From an optimization exercise on the open Yosys and OpenROAD flow, aimed at small area, a short achievable clock period and few clock cycles per item; shortcuts taken in it are not production practice.
Only simulation tests tie the RTL to the original design; equivalence was not proved.
Power and IR drop assume default switching activity.

==> flow/design.v (excerpt) <==
module rafter_sweep (
    input  wire         clk,
    input  wire         rst,
    input  wire         in_valid,
    output reg          in_ready,
    input  wire         first_pass,    
    input  wire         present,       
    input  wire [9:0]   p_i,           
    input  wire [15:0]  p_a,           
    input  wire [2:0]   p_h,           
    input  wire [31:0]  p_t,           
    input  wire [9:0]   ipeak,
    input  wire [31:0]  hold,
    input  wire [9:0]   decay,
    input  wire [3:0]   edge_count,    
    input  wire [63:0]  e_d,           
    input  wire [63:0]  e_a,           
    input  wire [63:0]  e_mask,        
    input  wire [87:0]  e_speed,       
    input  wire [79:0]  s_i,           
    input  wire [127:0] s_a,           
    input  wire [23:0]  s_h,           
    output reg          out_valid,
    input  wire         out_ready,
    output wire [9:0]   q_i,
    output wire [15:0]  q_a,
    output wire [2:0]   q_h,
    output wire [31:0]  q_t,
    output wire         refreshed
);
    function automatic gt10(input [9:0] a, input [9:0] b);
        integer i;
        reg     cy;
        begin
            cy = 1'b0;
            for (i = 0; i < 10; i = i + 1)
                cy = (a[i] & ~b[i]) | ((a[i] | ~b[i]) & cy);
            gt10 = cy;
        end
    endfunction
    wire [7:0]  pv_d;
    wire [79:0] c_d;
    wire [87:0] sa_lo_d;
    wire [7:0]  sa_hi_d;
    genvar g;
    generate
        for (g = 0; g < 8; g = g + 1) begin : edge_p
            wire [7:0]  a    = e_a[g*8 +: 8];
            wire [7:0]  mask = e_mask[g*8 +: 8];
            wire [9:0]  si   = s_i[g*10 +: 10];
            wire [2:0]  sh   = s_h[g*3 +: 3];
            wire [10:0] df   = {1'b0, si} - {3'b000, a};    
  ...
==> flow/config.mk <==
export PLATFORM = sky130hd
export DESIGN_NAME = rafter_sweep
export DESIGN_NICKNAME = rafter_sweep
export VERILOG_FILES = /design/flow/design.v
export SDC_FILE = /design/flow/constraint.sdc
export NUM_CORES = 4
export LEC_CHECK = 0
export CAP_MARGIN = 20
export CORE_MARGIN = 2
export CORE_UTILIZATION = 40
export CTS_CLUSTER_DIAMETER = 200
export CTS_CLUSTER_SIZE = 20
export SLEW_MARGIN = 20
export SYNTH_HIERARCHICAL = 1
export SYNTH_MINIMUM_KEEP_SIZE = 0
==> flow/constraint.sdc <==
create_clock -name core_clock -period 40.0 [get_ports {clk}]
set_input_delay 8.0000 -clock core_clock [delete_from_list [all_inputs] [get_ports {clk}]]
set_output_delay 8.0000 -clock core_clock [all_outputs]
set_load 0.01 [all_outputs]
standard.sh (not shown) runs the stock make flow with config.mk's settings and CLKGATE_MAP_FILE= SYNTH_SCRIPT=/design/flow/synth_recipe.tcl, a recipe that flattens the netlist after the stock synthesis.
==> flow/flow/run.sh <==
#!/bin/bash
# The standard layout, with the port buffers made of the platform's
# smallest buffer (buf_1), and timing repair asked to leave 30.5 ns of setup
# slack at the design's 40 ns clock.
set -euo pipefail
export BUFFER_PORTS_ARGS="-buffer_cell sky130_fd_sc_hd__buf_1"
export SETUP_SLACK_MARGIN=30.5
export TNS_END_PERCENT=100
bash standard.sh > standard.log 2>&1
The first run went through all stages and came out clean.
Testbench counts at the start, summed over its fixed seeds: cycles 20,496, items 20,480.
Then changed:
--- a/flow/config.mk
+++ b/flow/config.mk
@@ -10,4 +10,2 @@
 export CORE_UTILIZATION = 40
-export CTS_CLUSTER_DIAMETER = 200
-export CTS_CLUSTER_SIZE = 20
 export SLEW_MARGIN = 20
After rerunning: Maximum frequency grows by 0.31%; setup slack improves by 0.029 ns; clock power went up by about 80%; routed wire length increases by about 0.9%; total power goes up by about 13%; register-to-register slack barely changes; worst hold slack gets worse by 0.010 ns.
Then changed:
==> flow/flow/run.sh (replaced) <==
#!/bin/bash
# The standard layout, with the port buffers made of the platform's
# smallest buffer (buf_1), and timing repair asked to leave 31 ns of setup
# slack at the design's 40 ns clock.
set -euo pipefail
export BUFFER_PORTS_ARGS="-buffer_cell sky130_fd_sc_hd__buf_1"
export SETUP_SLACK_MARGIN=31.0
export TNS_END_PERCENT=100
bash standard.sh > standard.log 2>&1
Result:
- The new run went through all stages and came out clean
- via count is about the same
- register-to-register slack improves by 0.38 ns
- sequential share of layout area drops by 0.62 points
- wire length shrinks by 1.1%
- count of clock-buffer cells in the layout went up by 7
- clock power is about the same
- cell area came out higher by 2.8%
- die area does not change

rafter_sweep, a different RTL version from the one above (not shown whole).
For scale: ~820 flip-flops, roughly 0.052 sq mm of cells after synthesis.
clock: 40.0 ns
lec_check: 0
cap_margin: 20
core_margin: 2
core_utilization: 40
cts_buf_list: sky130_fd_sc_hd__clkbuf_8
cts_cluster_size: 30
slew_margin: 20
synth_hierarchical: 1
synth_minimum_keep_size: 0
run.sh (not shown) runs the stock make flow with config.mk's settings and CLKGATE_MAP_FILE= SYNTH_SCRIPT=/design/flow/synth_recipe.tcl, a recipe that flattens the netlist after the stock synthesis.
Stock flow here: none of the scripts above is used.
Testbench counts at the start, summed over its fixed seeds: cycles 20,496, items 20,480.
==> next run, changes <==
Settings changed: CTS_BUF_LIST sky130_fd_sc_hd__clkbuf_8 to unset, CTS_CLUSTER_SIZE 30 to unset.
Result: Global-route usage drops by 0.14 points; cell area stays flat; power went up by 2.0%; clock power rises by 8.2%.

job 9097:
rafter_sweep, a different RTL version from the one above (not shown whole).
Size: ~4200 cells after synthesis, about 0.043 mm^2 of cells after synthesis.
==> flow/config.mk <==
export PLATFORM = sky130hd
export DESIGN_NAME = rafter_sweep
export DESIGN_NICKNAME = rafter_sweep
export VERILOG_FILES = /design/flow/design.v
export SDC_FILE = /design/flow/constraint.sdc
export NUM_CORES = 4
export LEC_CHECK = 0
export CAP_MARGIN = 20
export CORE_MARGIN = 2
export CORE_UTILIZATION = 40
export CTS_CLUSTER_DIAMETER = 200
export CTS_CLUSTER_SIZE = 20
export SLEW_MARGIN = 20
export SYNTH_HIERARCHICAL = 1
export SYNTH_MINIMUM_KEEP_SIZE = 0
==> flow/constraint.sdc <==
create_clock -name core_clock -period 40.0 [get_ports {clk}]
set_input_delay 8.0000 -clock core_clock [delete_from_list [all_inputs] [get_ports {clk}]]
set_output_delay 8.0000 -clock core_clock [all_outputs]
set_load 0.01 [all_outputs]
Every stage of the flow completed for job 9097, and the final layout passed the timing, DRC and antenna checks.
Testbench counts of job 9097, summed over its fixed seeds: cycles 20,496, items 20,480.
The inputs of job 4063 differ from those of job 9097 as listed below.
- CTS_CLUSTER_SIZE: 20 -> 24
==> flow/flow/run.sh (new file) <==
#!/bin/bash
# The standard layout, with the port buffers made of the platform's
# smallest buffer (buf_1), and timing repair asked to leave 30.5 ns of setup
# slack at the design's 40 ns clock.
set -euo pipefail
export BUFFER_PORTS_ARGS="-buffer_cell sky130_fd_sc_hd__buf_1"
export SETUP_SLACK_MARGIN=30.5
export TNS_END_PERCENT=100
bash standard.sh > standard.log 2>&1
==> flow/standard.sh (new file) <==
#!/bin/bash
# synth_recipe.tcl (not shown) runs the flow's synth.tcl, then flattens the netlist and writes it again
# the make line also repeats each setting of config.mk as NAME=value (left out here)
make -C /OpenROAD-flow-scripts/flow DESIGN_CONFIG=/design/flow/config.mk WORK_HOME=/design/flow/orfs CLKGATE_MAP_FILE= SYNTH_SCRIPT=/design/flow/synth_recipe.tcl "${@:-finish}"
removed: flow/run.sh
Notes after the runs:
Run comparison: job 4063 capturing instance or port of the critical path r_pv[2]; job 9097 capturing instance or port of the critical path hd[47]
From job 4063 to job 9097, number of max-slew violations in the final report did not move at all.
The clock power share of job 4063 is lower than that of job 9097.
Looking at worst vdd rail ir drop, job 4063 sits about 33% above job 9097.
The following lists how job 3711 was set up differently from job 4063:
- CTS_CLUSTER_SIZE: 24 -> 20
Compared with job 4063, job 3711 shows a share of power burned in the clock network that is 1.8 points higher.
When the final numbers for job 3711 and job 4063 were put side by side, the final area turned out to be greater in job 3711.
Diff job 3711..job 4063 | smallest hold slack | negligible
Cmp job 3711 vs job 4063: buffer and inverter count on the worst path lower in job 3711
Edits applied to the flow inputs when going from job 3711 to job 8130:
--- a/flow/flow/run.sh
+++ b/flow/flow/run.sh
@@ -5,5 +5,5 @@
 set -euo pipefail
 export BUFFER_PORTS_ARGS="-buffer_cell sky130_fd_sc_hd__buf_1"
-export SETUP_SLACK_MARGIN=30.5
+export SETUP_SLACK_MARGIN=30.7
 export TNS_END_PERCENT=100
 bash standard.sh > standard.log 2>&1
==> comparison <==
Comparing maximum resistive drop on vdd for job 3711 and job 8130, the smaller number came from job 3711.
Of job 3711 and job 8130, job 3711 shows the lower buffers inserted during post-CTS setup optimization, with job 8130 above it.
Non-clock buffer total of the final layout (job 8130 vs. job 3711) increases by a little under 10%
Job 8130: via count of the first global-routing pass 240 above job 3711
Count of inserted antenna diode cells was higher in job 3711 than in job 8130.
For the routed wire length, job 8130 came in 1400 um higher than job 3711 did.
Cell area after layout: job 3711 and job 8130 compared, lower one is job 3711
| power share of the sequential group | job 8130 vs job 3711 | 0.2 points lower |
Per the comparison of job 8130 with job 3711, part of the total power dissipated in the clock network dropped 0.3 points; final worst slack climbed 0.0087 ns; met1 usage in global routing climbed 0.56 points.
Of the two values seen for capturing element of the worst setup path, r_c[69] was produced by job 3711 and r_c[59] by job 8130.

[afterwards: timing with drivers on the ports]
In the flow no input, the clock included, has a driving cell. The finished layouts below were timed again as built, in two steps.
Step 1 (the two cells are an assumption about what drives the block):
set clk [get_ports {clk}]
set_driving_cell -lib_cell sky130_fd_sc_hd__clkbuf_16 $clk
set_driving_cell -lib_cell sky130_fd_sc_hd__buf_2 [delete_from_list [all_inputs] $clk]
Step 2 times the ports against the registers' clock, not the clock port: input delays grow and output delays shrink by t, the midpoint of the rising clock arrivals with the driver on.
Three values: no drivers, after step 1, after step 2; two values: the first two.
run	t (ns)	slack for setup (ns)	worst slew at a driven data input, ns	cell pins on the clock port's net
the first run of note 1	0.707	30.545 / 30.602 / 29.895	0.26	1
the second run of note 1	0.768	30.575 / 30.618 / 29.860	0.28	1
the third run of note 1	0.748	30.703 / 30.639 / 29.990	0.20	1
the first run of note 2	0.936	28.670 / 28.670 / 28.670	0.15	1
the second run of note 2	0.776	28.883 / 28.883 / 28.883	0.14	1
job 9097	0.704	28.378 / 28.378 / 28.378	0.15	1
job 4063	0.772	30.590 / 30.516 / 29.871	0.23	1
job 3711	0.710	30.575 / 30.555 / 29.845	0.25	1
job 8130	0.721	30.584 / 30.576 / 29.855	0.15	1
After both steps setup and hold are still met in every run listed. The setup slack of job 3711, which loses most, moves by -0.020 ns with the drivers and by -0.730 ns with both steps.
